Source: an optimization exercise on an open RTL-to-GDS flow (aim: small area, a short achievable clock period and few clock cycles per item). Production flows keep margins and buffers that such runs may drop.
Only simulation tests tie the RTL to the original design; equivalence was not proved.
Power is estimated from default activity; no workload was simulated.

Design mx_quant, start of the top module:
module mx_quant (
    input  wire        clk,
    input  wire        rst,
    input  wire        in_valid,
    output wire        in_ready,
    input  wire [31:0] in_data,
    input  wire [15:0] in_rand,
    input  wire [3:0]  in_fmt,
    input  wire [1:0]  in_rmode,
    output wire        out_valid,
    input  wire        out_ready,
    output wire [7:0]  out_elem,
    output wire [7:0]  out_scale,
    output wire        out_last
);
Size in the first run: about 3100 cells after synthesis, roughly 1700 flip-flops.
clock: 28.0 ns
lec_check: 0
abc_area: 1
cap_margin: 20
core_margin: 2
core_utilization: 60
cts_cluster_diameter: 80
cts_cluster_size: 30
slew_margin: 20
standard.sh (not shown) runs the stock make flow with config.mk's settings and CLKGATE_MAP_FILE= SYNTH_SCRIPT=/design/flow/synth_recipe.tcl, a recipe that flattens the netlist after the stock synthesis.
==> flow/flow/run.sh <==
#!/bin/bash
# The standard layout (the standard.sh, unchanged synthesis), with two
# changes in how ORFS is asked to lay it out:
# - every input and output port gets a buf_2 as its port buffer.
set -euo pipefail
export SETUP_SLACK_MARGIN=21.4
export BUFFER_PORTS_ARGS="-buffer_cell sky130_fd_sc_hd__buf_2"
bash standard.sh > standard.log 2>&1
The starting point went through all stages and came out clean.
Testbench counts at the start, summed over its fixed seeds: cycles 12,560, items 384.
Next try:
--- a/flow/design.v
+++ b/flow/design.v
@@ -27,44 +27,43 @@
     wire [W-1:0] st31 = ring[W*31 +: W];
     wire [W-1:0] st32 = ring[W*32 +: W];
     function [7:0] dec_e;
         input [W-1:0] v;
         dec_e = (v[29:22] == 8'hFF) ? 8'h00 : v[29:22];
     endfunction
     function [22:0] dec_f;
         input [W-1:0] v;
         dec_f = {v[21:0], (v[29:22] == 8'hFF) || ((v[29:22] != 8'h00) && v[31])};
     endfunction
     reg  [5:0] head_n;    
     reg  [5:0] fill_n;    
-    reg  [5:0] hpos;      
     reg  [5:0] tpos;      
     reg        rdy;       
     reg        wfree;     
     wire       empty;
+    wire [5:0] cnt     = head_n + fill_n;
+    wire [6:0] hsum    = {1'b0, tpos} + {1'b0, cnt};
+    wire       head31  = (hsum == 7'd32) || (hsum == 7'd65);
     wire       fill_full = (fill_n == 6'd32);
     wire       xfer      = fill_full && (head_n == 6'd0);
     wire       blk_ok    = (head_n != 6'd0) || fill_full;
     wire [5:0] fill_eff  = xfer ? 6'd0 : fill_n;
     wire [5:0] head_eff  = xfer ? 6'd32 : head_n;
     reg        r32_v, out_v, q1_v;
     wire       out_fire = out_v && out_ready;
     wire [1:0] fl       = {1'b0, r32_v} + {1'b0, out_v} + {1'b0, q1_v};
     wire       credit   = (fl < 2'd2) || ((fl == 2'd2) && out_fire);
-    wire       issue    = credit && !empty && (hpos == 6'd31) && blk_ok;
+    wire       issue    = credit && !empty && head31 && blk_ok;
     assign in_ready = rdy;
     wire       ins      = in_valid && rdy;
-    reg  [5:0] cnt;       
-    wire [5:0] cnt_inc = cnt + 6'd1;
-    wire [5:0] cnt_dec = cnt - 6'd1;
     wire c0  = (cnt == 6'd0);
     assign empty = c0;
     wire c1  = (cnt == 6'd1);
     wire c32 = (cnt == 6'd32);
     wire c33 = (cnt == 6'd33);
     wire tp_wrap = (tpos == 6'd32);
     wire n_tp0   = ins || tp_wrap;
     wire n_empty = ins ? 1'b0 : (issue ? c1 : c0);
     wire n_full  = (ins && !issue) ? c32 : (ins || !issue) ? c33 : 1'b0;
     wire n_f32   = ins ? (fill_eff == 6'd31) : (fill_full && !xfer);
     wire n_h0    = xfer ? 1'b0 : issue ? (head_n == 6'd1) : (head_n == 6'd0);
     wire n_free  = (n_empty || n_tp0) && !n_full;
@@ -73,45 +72,33 @@
     reg [1:0]  fill_rm;
     wire       in_ezero = (in_data[30:23] == 8'h00);
     wire       in_stoch = ((fill_eff == 6'd0) ? in_rmode : fill_rm) == RM_STOC;
     wire [W-1:0] in_enc = {in_rand[15:1], in_stoch ? in_rand[0] : in_data[0], in_data[31],
                            in_data[30:23] | {8{in_ezero & in_data[0]}}, in_data[22:1]};
     always @(posedge clk) begin
         ring <= {ring[W*(NS-1)-1:0], wfree ? in_enc : st32};
     end
     always @(posedge clk) begin
         if (rst) begin
             head_n <= 6'd0;
             fill_n <= 6'd0;
-            cnt    <= 6'd0;
             rdy    <= 1'b1;
             wfree  <= 1'b1;
         end else begin
             head_n <= issue ? head_eff - 6'd1 : head_eff;
             fill_n <= ins ? fill_eff + 6'd1 : fill_eff;
             rdy    <= n_rdy;
             wfree  <= n_free;
-            case ({ins, issue})
-                2'b10:   cnt <= cnt_inc;
-                2'b01:   cnt <= cnt_dec;
-                default: cnt <= cnt;
-            endcase
         end
         tpos <= (ins || tp_wrap) ? 6'd0 : tpos + 6'd1;
-        if (empty)
-            hpos <= 6'd0;
-        else if (issue)
-            hpos <= 6'd31;
-        else
-            hpos <= (hpos == 6'd32) ? 6'd0 : hpos + 6'd1;
     end
     reg [7:0]  acc_max;
     reg        acc_nz;      
     reg        acc_spec;
     function [2:0] fmt_code;
         input [3:0] f;
         case (f)
             4'h5:    fmt_code = F_E5M2;
             4'h6:    fmt_code = F_E3M2;
             4'h7:    fmt_code = F_E2M3;
             4'h8:    fmt_code = F_E2M1;
             4'hC:    fmt_code = F_INT8;
@@ -272,36 +259,39 @@
     always @(*) begin
         if (h_zero)
             c_elem = 8'h00;
         else begin
             case (h_fmt)
                 F_INT8:         c_elem = c_int;
                 F_E3M2, F_E2M3: c_elem = {2'b00, b_s, c_fp[4:0]};
                 F_E2M1:         c_elem = {4'b0000, b_s, c_fp[2:0]};
                 default:        c_elem = {b_s, c_fp[6:0]};
             endcase
         end
     end
-    wire [16:0] c_ent = {x_last, h_scale, c_elem};
-    reg [16:0] o_ent, q1_ent;
+    wire [8:0]  c_ent = {x_last, c_elem};
+    reg [8:0]  o_ent, q1_ent;
+    reg [7:0]  o_scale;
     always @(posedge clk) begin
         if (rst) begin
             out_v <= 1'b0;
             q1_v  <= 1'b0;
         end else begin
             if (!out_v || out_fire)
                 out_v <= q1_v || r32_v;
             if (q1_v)
                 q1_v <= !out_fire || r32_v;
             else
                 q1_v <= out_v && !out_fire && r32_v;
         end
         if (!out_v || out_fire)
             o_ent <= q1_v ? q1_ent : c_ent;
+        if ((!out_v || out_fire) && !(q1_v && !o_ent[8]))
+            o_scale <= h_scale;
         if (q1_v ? out_fire : (out_v && !out_fire))
             q1_ent <= c_ent;
     end
     assign out_valid = out_v;
     assign out_elem  = o_ent[7:0];
-    assign out_scale = o_ent[15:8];
-    assign out_last  = o_ent[16];
+    assign out_scale = o_scale;
+    assign out_last  = o_ent[8];
 endmodule
Non-clock buffer count came out lower by 38.
Core utilization came out lower by 1.4 points.
Power came out lower by about 2.5%.
Cell area came out lower by 2.8%.
Count of clock-buffer cells in the layout is unchanged.
First-iteration DRC count came out lower by about 17%.
Sequential cell count came out lower by 20.
Testbench counts after the change, summed over its fixed seeds: cycles 12,560, items 384.

Setup of old:
The RTL this note starts from:
==> flow/design.v <==
module mx_quant (
    input  wire        clk,
    input  wire        rst,
    input  wire        in_valid,
    output wire        in_ready,
    input  wire [31:0] in_data,
    input  wire [15:0] in_rand,
    input  wire [3:0]  in_fmt,
    input  wire [1:0]  in_rmode,
    output wire        out_valid,
    input  wire        out_ready,
    output wire [7:0]  out_elem,
    output wire [7:0]  out_scale,
    output wire        out_last
);
    localparam [2:0] F_E4M3 = 3'd0;
    localparam [2:0] F_E5M2 = 3'd1;
    localparam [2:0] F_E3M2 = 3'd2;
    localparam [2:0] F_E2M3 = 3'd3;
    localparam [2:0] F_E2M1 = 3'd4;
    localparam [2:0] F_INT8 = 3'd5;
    localparam [1:0] RM_RTZ  = 2'd1;
    localparam [1:0] RM_STOC = 2'd2;
    localparam integer NS = 33;      
    localparam integer W = 47;
    reg  [W*NS-1:0] ring;
    wire [W-1:0] st31 = ring[W*31 +: W];
    wire [W-1:0] st32 = ring[W*32 +: W];
    function [7:0] dec_e;
        input [W-1:0] v;
        dec_e = (v[29:22] == 8'hFF) ? 8'h00 : v[29:22];
    endfunction
    function [22:0] dec_f;
        input [W-1:0] v;
        dec_f = {v[21:0], (v[29:22] == 8'hFF) || ((v[29:22] != 8'h00) && v[31])};
    endfunction
    reg  [5:0] head_n;    
    reg  [5:0] fill_n;    
    reg  [5:0] tpos;      
    reg        rdy;       
    reg        wfree;     
    wire       empty;
    wire [5:0] cnt     = head_n + fill_n;
    wire [6:0] hsum    = {1'b0, tpos} + {1'b0, cnt};
    wire       head31  = (hsum == 7'd32) || (hsum == 7'd65);
    wire       fill_full = (fill_n == 6'd32);
    wire       xfer      = fill_full && (head_n == 6'd0);
    wire       blk_ok    = (head_n != 6'd0) || fill_full;
    wire [5:0] fill_eff  = xfer ? 6'd0 : fill_n;
    wire [5:0] head_eff  = xfer ? 6'd32 : head_n;
    reg        r32_v, out_v, q1_v;
    wire       out_fire = out_v && out_ready;
    wire [1:0] fl       = {1'b0, r32_v} + {1'b0, out_v} + {1'b0, q1_v};
    wire       credit   = (fl < 2'd2) || ((fl == 2'd2) && out_fire);
    wire       issue    = credit && !empty && head31 && blk_ok;
    assign in_ready = rdy;
    wire       ins      = in_valid && rdy;
    wire c0  = (cnt == 6'd0);
    assign empty = c0;
    wire c1  = (cnt == 6'd1);
    wire c32 = (cnt == 6'd32);
    wire c33 = (cnt == 6'd33);
    wire tp_wrap = (tpos == 6'd32);
    wire n_tp0   = ins || tp_wrap;
    wire n_empty = ins ? 1'b0 : (issue ? c1 : c0);
    wire n_full  = (ins && !issue) ? c32 : (ins || !issue) ? c33 : 1'b0;
    wire n_f32   = ins ? (fill_eff == 6'd31) : (fill_full && !xfer);
    wire n_h0    = xfer ? 1'b0 : issue ? (head_n == 6'd1) : (head_n == 6'd0);
    wire n_free  = (n_empty || n_tp0) && !n_full;
    wire n_rdy   = n_free && (!n_f32 || n_h0);
    reg [2:0]  fill_fmt;         
    reg [1:0]  fill_rm;
    wire       in_ezero = (in_data[30:23] == 8'h00);
    wire       in_stoch = ((fill_eff == 6'd0) ? in_rmode : fill_rm) == RM_STOC;
    wire [W-1:0] in_enc = {in_rand[15:1], in_stoch ? in_rand[0] : in_data[0], in_data[31],
                           in_data[30:23] | {8{in_ezero & in_data[0]}}, in_data[22:1]};
    always @(posedge clk) begin
        ring <= {ring[W*(NS-1)-1:0], wfree ? in_enc : st32};
    end
    always @(posedge clk) begin
        if (rst) begin
            head_n <= 6'd0;
            fill_n <= 6'd0;
            rdy    <= 1'b1;
            wfree  <= 1'b1;
        end else begin
            head_n <= issue ? head_eff - 6'd1 : head_eff;
            fill_n <= ins ? fill_eff + 6'd1 : fill_eff;
            rdy    <= n_rdy;
            wfree  <= n_free;
        end
        tpos <= (ins || tp_wrap) ? 6'd0 : tpos + 6'd1;
    end
    reg [7:0]  acc_max;
    reg        acc_nz;      
    reg        acc_spec;
    function [2:0] fmt_code;
        input [3:0] f;
        case (f)
            4'h5:    fmt_code = F_E5M2;
            4'h6:    fmt_code = F_E3M2;
            4'h7:    fmt_code = F_E2M3;
            4'h8:    fmt_code = F_E2M1;
            4'hC:    fmt_code = F_INT8;
            default: fmt_code = F_E4M3;
        endcase
    endfunction
    always @(posedge clk) begin
        if (wfree && (fill_eff == 6'd0)) begin
            fill_fmt     <= fmt_code(in_fmt);
            fill_rm      <= in_rmode;
        end
    end
    wire [7:0]  in_e  = in_data[30:23];
    wire        in_nz = (in_data[22:0] != 23'd0);
    always @(posedge clk) begin
        if (ins) begin
            if (fill_eff == 6'd0) begin
                acc_max  <= in_e;
                acc_nz   <= in_nz;
                acc_spec <= (in_e == 8'hFF);
            end else begin
                acc_max  <= (in_e > acc_max) ? in_e : acc_max;
                acc_nz   <= acc_nz | in_nz;
                acc_spec <= acc_spec | (in_e == 8'hFF);
            end
        end
    end
    function [4:0] f_emax;
        input [2:0] c;
        case (c)
            F_E5M2:  f_emax = 5'd15;
            F_E3M2:  f_emax = 5'd4;
            F_E2M3:  f_emax = 5'd2;
            F_E2M1:  f_emax = 5'd2;
            F_INT8:  f_emax = 5'd0;
            default: f_emax = 5'd8;
        endcase
    endfunction
    function signed [9:0] f_emin;
        input [2:0] c;
        case (c)
            F_E5M2:  f_emin = -10'sd14;
            F_E3M2:  f_emin = -10'sd2;
            F_E2M3:  f_emin = 10'sd0;
            F_E2M1:  f_emin = 10'sd0;
            F_INT8:  f_emin = 10'sd0;
            default: f_emin = -10'sd6;
        endcase
    endfunction
    function [2:0] f_mbits;
        input [2:0] c;
        case (c)
            F_E5M2:  f_mbits = 3'd2;
            F_E3M2:  f_mbits = 3'd2;
            F_E2M3:  f_mbits = 3'd3;
            F_E2M1:  f_mbits = 3'd1;
            F_INT8:  f_mbits = 3'd6;
            default: f_mbits = 3'd3;
        endcase
    endfunction
    function [6:0] f_maxcode;
        input [2:0] c;
        case (c)
            F_E5M2:  f_maxcode = 7'h7B;
            F_E3M2:  f_maxcode = 7'h1F;
            F_E2M3:  f_maxcode = 7'h1F;
            F_E2M1:  f_maxcode = 7'h07;
            F_INT8:  f_maxcode = 7'h7F;
            default: f_maxcode = 7'h7E;
        endcase
    endfunction
    wire        [4:0] c_emax = f_emax(fill_fmt);
    wire        nz_zero = (acc_max == 8'd0) && !acc_nz;
    wire signed [9:0] nz_se  = $signed({2'b00, acc_max}) - $signed({5'd0, c_emax});
    wire              nz_low = nz_se < 10'sd0;
    wire        [7:0] nz_scale = nz_low ? 8'h00 : nz_se[7:0];
    reg        [7:0] h_scale;    
    reg        [2:0] h_fmt;
    reg        [1:0] h_rm;
    reg              h_zero;     
    always @(posedge clk) begin
        if (xfer) begin
            h_scale <= acc_spec ? 8'hFF : nz_zero ? 8'h00 : nz_scale;
            h_fmt   <= fill_fmt;
            h_rm    <= fill_rm;
            h_zero  <= acc_spec || nz_zero;
        end
    end
    wire        [2:0] m_fmt = xfer ? fill_fmt : h_fmt;
    wire        [7:0] m_sc  = xfer ? nz_scale : h_scale;
    wire signed [9:0] m_kb  = $signed({2'b00, m_sc}) + f_emin(m_fmt);      
    wire [7:0]  a_e = dec_e(st31);
    wire [22:0] a_f = dec_f(st31);
    wire        a_norm = (a_e != 8'd0);
    wire [23:0] a_m = {a_norm, a_f};
    reg  [4:0]  a_lz;      
    reg  [5:0]  a_tz;      
    integer k;
    always @(*) begin
        a_lz = 5'd31;
        for (k = 0; k < 23; k = k + 1)
            if (a_f[k])
                a_lz = 5'd22 - k[4:0];
        a_tz = 6'd63;
        for (k = 23; k >= 0; k = k - 1)
            if (a_m[k])
                a_tz = k[5:0];
    end
    wire [4:0]  a_r0 = 5'd23 - {2'd0, f_mbits(m_fmt)};
    wire signed [9:0]  a_eb = a_norm ? $signed({2'b00, a_e}) : -$signed({5'd0, a_lz});
    wire signed [10:0] a_t  = $signed({a_eb[9], a_eb}) - $signed({m_kb[9], m_kb});
    wire               a_tp = !a_t[10] && (a_t != 11'sd0);
    wire        [5:0]  a_L  = a_norm ? 6'd0 : {1'b0, a_lz} + 6'd1;
    wire signed [6:0]  a_F  = $signed({2'b00, a_r0}) - $signed({1'b0, a_L});
    wire signed [10:0] a_u  = $signed({{4{a_F[6]}}, a_F}) - a_t;
    wire        [5:0]  a_Dc = (a_u[10:6] != 5'd0) ? 6'd63 : a_u[5:0];
    wire        [5:0]  a_R  = a_tp ? a_F[5:0] : a_Dc;
    reg [5:0] x_R;         
    reg [4:0] x_ebias;     
    reg [5:0] x_tz;        
    reg       x_last;
    always @(posedge clk) begin
        x_R      <= a_R;
        x_ebias  <= a_tp ? a_t[4:0] : 5'd0;
        x_tz     <= a_tz;
        x_last   <= (head_n == 6'd1);
        if (rst)
            r32_v <= 1'b0;
        else
            r32_v <= issue;
    end
    wire        b_s    = st32[30];
    wire [7:0]  b_e    = dec_e(st32);
    wire [22:0] b_f    = dec_f(st32);
    wire [15:0] b_r    = st32[46:31];
    wire [23:0] b_m    = {b_e != 8'd0, b_f};
    wire [2:0]  b_mb   = f_mbits(h_fmt);
    wire [39:0] b_w    = {b_m, 16'd0} >> x_R;
    wire [7:0]  b_n    = b_w[23:16];
    wire [15:0] b_d    = b_w[15:0];
    wire        b_rbit = b_w[15];
    wire        b_sticky = ({1'b0, x_tz} + 7'd2) <= {1'b0, x_R};
    reg b_ru;
    always @(*) begin
        case (h_rm)
            RM_RTZ:  b_ru = 1'b0;
            RM_STOC: b_ru = (b_d > b_r);
            default: b_ru = b_rbit & (b_sticky | b_n[0]);
        endcase
    end
    wire [7:0] b_pre   = ({3'd0, x_ebias} << b_mb) + b_n;
    wire        c_inv  = b_s && (h_fmt == F_INT8);
    wire [7:0]  c_code = ({1'b0, b_pre[6:0]} ^ {8{c_inv}}) + {7'd0, b_ru ^ c_inv};
    wire [6:0]  c_max  = f_maxcode(h_fmt);
    wire [6:0]  c_fp   = (c_code > {1'b0, c_max}) ? c_max : c_code[6:0];
    wire [7:0]  c_int  = (c_code[7] && !b_s) ? 8'd127 : c_code;
    reg [7:0] c_elem;
    always @(*) begin
        if (h_zero)
            c_elem = 8'h00;
        else begin
            case (h_fmt)
                F_INT8:         c_elem = c_int;
                F_E3M2, F_E2M3: c_elem = {2'b00, b_s, c_fp[4:0]};
                F_E2M1:         c_elem = {4'b0000, b_s, c_fp[2:0]};
                default:        c_elem = {b_s, c_fp[6:0]};
            endcase
        end
    end
    wire [8:0]  c_ent = {x_last, c_elem};
    reg [8:0]  o_ent, q1_ent;
    reg [7:0]  o_scale;
    always @(posedge clk) begin
        if (rst) begin
            out_v <= 1'b0;
            q1_v  <= 1'b0;
        end else begin
            if (!out_v || out_fire)
                out_v <= q1_v || r32_v;
            if (q1_v)
                q1_v <= !out_fire || r32_v;
            else
                q1_v <= out_v && !out_fire && r32_v;
        end
        if (!out_v || out_fire)
            o_ent <= q1_v ? q1_ent : c_ent;
        if ((!out_v || out_fire) && !(q1_v && !o_ent[8]))
            o_scale <= h_scale;
        if (q1_v ? out_fire : (out_v && !out_fire))
            q1_ent <= c_ent;
    end
    assign out_valid = out_v;
    assign out_elem  = o_ent[7:0];
    assign out_scale = o_scale;
    assign out_last  = o_ent[8];
endmodule
==> flow/config.mk <==
export PLATFORM = sky130hd
export DESIGN_NAME = mx_quant
export DESIGN_NICKNAME = mx_quant
export VERILOG_FILES = /design/flow/design.v
export SDC_FILE = /design/flow/constraint.sdc
export NUM_CORES = 4
export LEC_CHECK = 0
export ABC_AREA = 1
export CAP_MARGIN = 20
export CORE_MARGIN = 2
export CORE_UTILIZATION = 60
export CTS_CLUSTER_DIAMETER = 80
export CTS_CLUSTER_SIZE = 30
export SLEW_MARGIN = 20
==> flow/constraint.sdc <==
create_clock -name core_clock -period 28.0 [get_ports {clk}]
set_input_delay 5.6000 -clock core_clock [delete_from_list [all_inputs] [get_ports {clk}]]
set_output_delay 5.6000 -clock core_clock [all_outputs]
set_load 0.01 [all_outputs]
Scripts as last shown in full above: flow/flow/run.sh
Testbench counts of old, summed over its fixed seeds: cycles 12,560, items 384.
Edits applied to the flow inputs when going from old to new:
--- a/flow/design.v
+++ b/flow/design.v
@@ -66,11 +66,11 @@
     wire n_full  = (ins && !issue) ? c32 : (ins || !issue) ? c33 : 1'b0;
     wire n_f32   = ins ? (fill_eff == 6'd31) : (fill_full && !xfer);
     wire n_h0    = xfer ? 1'b0 : issue ? (head_n == 6'd1) : (head_n == 6'd0);
     wire n_free  = (n_empty || n_tp0) && !n_full;
     wire n_rdy   = n_free && (!n_f32 || n_h0);
-    reg [2:0]  fill_fmt;         
+    reg [3:0]  fill_fmt_raw;     
     reg [1:0]  fill_rm;
     wire       in_ezero = (in_data[30:23] == 8'h00);
     wire       in_stoch = ((fill_eff == 6'd0) ? in_rmode : fill_rm) == RM_STOC;
     wire [W-1:0] in_enc = {in_rand[15:1], in_stoch ? in_rand[0] : in_data[0], in_data[31],
                            in_data[30:23] | {8{in_ezero & in_data[0]}}, in_data[22:1]};
@@ -105,14 +105,15 @@
             default: fmt_code = F_E4M3;
         endcase
     endfunction
     always @(posedge clk) begin
         if (wfree && (fill_eff == 6'd0)) begin
-            fill_fmt     <= fmt_code(in_fmt);
+            fill_fmt_raw <= in_fmt;
             fill_rm      <= in_rmode;
         end
     end
+    wire [2:0]  fill_fmt = fmt_code(fill_fmt_raw);
     wire [7:0]  in_e  = in_data[30:23];
     wire        in_nz = (in_data[22:0] != 23'd0);
     always @(posedge clk) begin
         if (ins) begin
             if (fill_eff == 6'd0) begin
@@ -216,16 +217,16 @@
     wire signed [10:0] a_u  = $signed({{4{a_F[6]}}, a_F}) - a_t;
     wire        [5:0]  a_Dc = (a_u[10:6] != 5'd0) ? 6'd63 : a_u[5:0];
     wire        [5:0]  a_R  = a_tp ? a_F[5:0] : a_Dc;
     reg [5:0] x_R;         
     reg [4:0] x_ebias;     
-    reg [5:0] x_tz;        
+    reg       x_sticky;    
     reg       x_last;
     always @(posedge clk) begin
         x_R      <= a_R;
         x_ebias  <= a_tp ? a_t[4:0] : 5'd0;
-        x_tz     <= a_tz;
+        x_sticky <= ({1'b0, a_tz} + 7'd2) <= {1'b0, a_R};
         x_last   <= (head_n == 6'd1);
         if (rst)
             r32_v <= 1'b0;
         else
             r32_v <= issue;
@@ -238,17 +239,16 @@
     wire [2:0]  b_mb   = f_mbits(h_fmt);
     wire [39:0] b_w    = {b_m, 16'd0} >> x_R;
     wire [7:0]  b_n    = b_w[23:16];
     wire [15:0] b_d    = b_w[15:0];
     wire        b_rbit = b_w[15];
-    wire        b_sticky = ({1'b0, x_tz} + 7'd2) <= {1'b0, x_R};
     reg b_ru;
     always @(*) begin
         case (h_rm)
             RM_RTZ:  b_ru = 1'b0;
             RM_STOC: b_ru = (b_d > b_r);
-            default: b_ru = b_rbit & (b_sticky | b_n[0]);
+            default: b_ru = b_rbit & (x_sticky | b_n[0]);
         endcase
     end
     wire [7:0] b_pre   = ({3'd0, x_ebias} << b_mb) + b_n;
     wire        c_inv  = b_s && (h_fmt == F_INT8);
     wire [7:0]  c_code = ({1'b0, b_pre[6:0]} ^ {8{c_inv}}) + {7'd0, b_ru ^ c_inv};
@@ -266,13 +266,12 @@
                 F_E2M1:         c_elem = {4'b0000, b_s, c_fp[2:0]};
                 default:        c_elem = {b_s, c_fp[6:0]};
             endcase
         end
     end
-    wire [8:0]  c_ent = {x_last, c_elem};
-    reg [8:0]  o_ent, q1_ent;
-    reg [7:0]  o_scale;
+    wire [16:0] c_ent = {x_last, h_scale, c_elem};
+    reg [16:0] o_ent, q1_ent;
     always @(posedge clk) begin
         if (rst) begin
             out_v <= 1'b0;
             q1_v  <= 1'b0;
         end else begin
@@ -283,15 +282,13 @@
             else
                 q1_v <= out_v && !out_fire && r32_v;
         end
         if (!out_v || out_fire)
             o_ent <= q1_v ? q1_ent : c_ent;
-        if ((!out_v || out_fire) && !(q1_v && !o_ent[8]))
-            o_scale <= h_scale;
         if (q1_v ? out_fire : (out_v && !out_fire))
             q1_ent <= c_ent;
     end
     assign out_valid = out_v;
     assign out_elem  = o_ent[7:0];
-    assign out_scale = o_scale;
-    assign out_last  = o_ent[8];
+    assign out_scale = o_ent[15:8];
+    assign out_last  = o_ent[16];
 endmodule
==> run notes <==
Summary of new over old: setup slack increased 0.035 ns; die extent in y increased 1.1 um; combinational cell fraction of total power decreased 0.3 points; worst slack on hold paths increased 0.011 ns; overall routed net length increased 4.2 mm. Run comparison: new critical-path cell with the highest stage delay sky130_fd_sc_hd__fa_2; old critical-path cell with the highest stage delay sky130_fd_sc_hd__edfxtp_1. In the tables for new and old, global-route usage reads higher with new. Lower core utilization of the finished layout was reported by old, not new. Layout filler cell count on new is down relative to old. Cell area after placement delta for new relative to old: 390 sq um higher. On cell area after synthesis: new sits above old. In new, clock buffer instance count of the final layout is higher than in old. Between new and old, it is new whose largest net degree at the start of global routing is lower, by 5.7%. new — non-filler instance count after layout 107 higher, old as reference. Synthesized instance count came out higher on new than on old.
Testbench counts of new, summed over its fixed seeds: cycles 12,560, items 384.

afterwards: timing with drivers on the ports:
In the flow no input, the clock included, has a driving cell. The finished layouts below were timed again as built, in two steps.
Step 1 sets driving cells, clkbuf_16 on the clock port and buf_2 on the other inputs (assumed; they add their load-dependent delay and slew).
Step 2 adds t to the input delays and takes it off the output delays; t is the mean of the earliest and latest rising clock arrival at the registers after step 1. Input paths then give back, and output paths get back, about the clock's delay inside the block.
a / b / c = ideal / step 1 / step 2; a / b = the first two.
run | shift t [ns] | setup slack, ns | hold slack, ns | worst setup path after step 2 | worst data-port slew with drivers (ns)
the first run of note 1 | 0.721 | 21.189 / 21.125 / 20.779 | 0.300 / 0.300 / 0.300 | input to register | 0.07
the second run of note 1 | 0.694 | 21.134 / 21.072 / 20.827 | 0.301 / 0.301 / 0.301 | input to register | 0.10
old | 0.704 | 21.146 / 21.080 / 20.826 | 0.304 / 0.304 / 0.304 | input to register | 0.04
new | 0.687 | 21.181 / 21.148 / 20.819 | 0.315 / 0.315 / 0.315 | input to register | 0.08
After both steps every run listed still meets setup and hold. For the first run of note 1, which loses most, drivers alone change the setup slack by -0.064 ns; drivers and shift together by -0.410 ns.
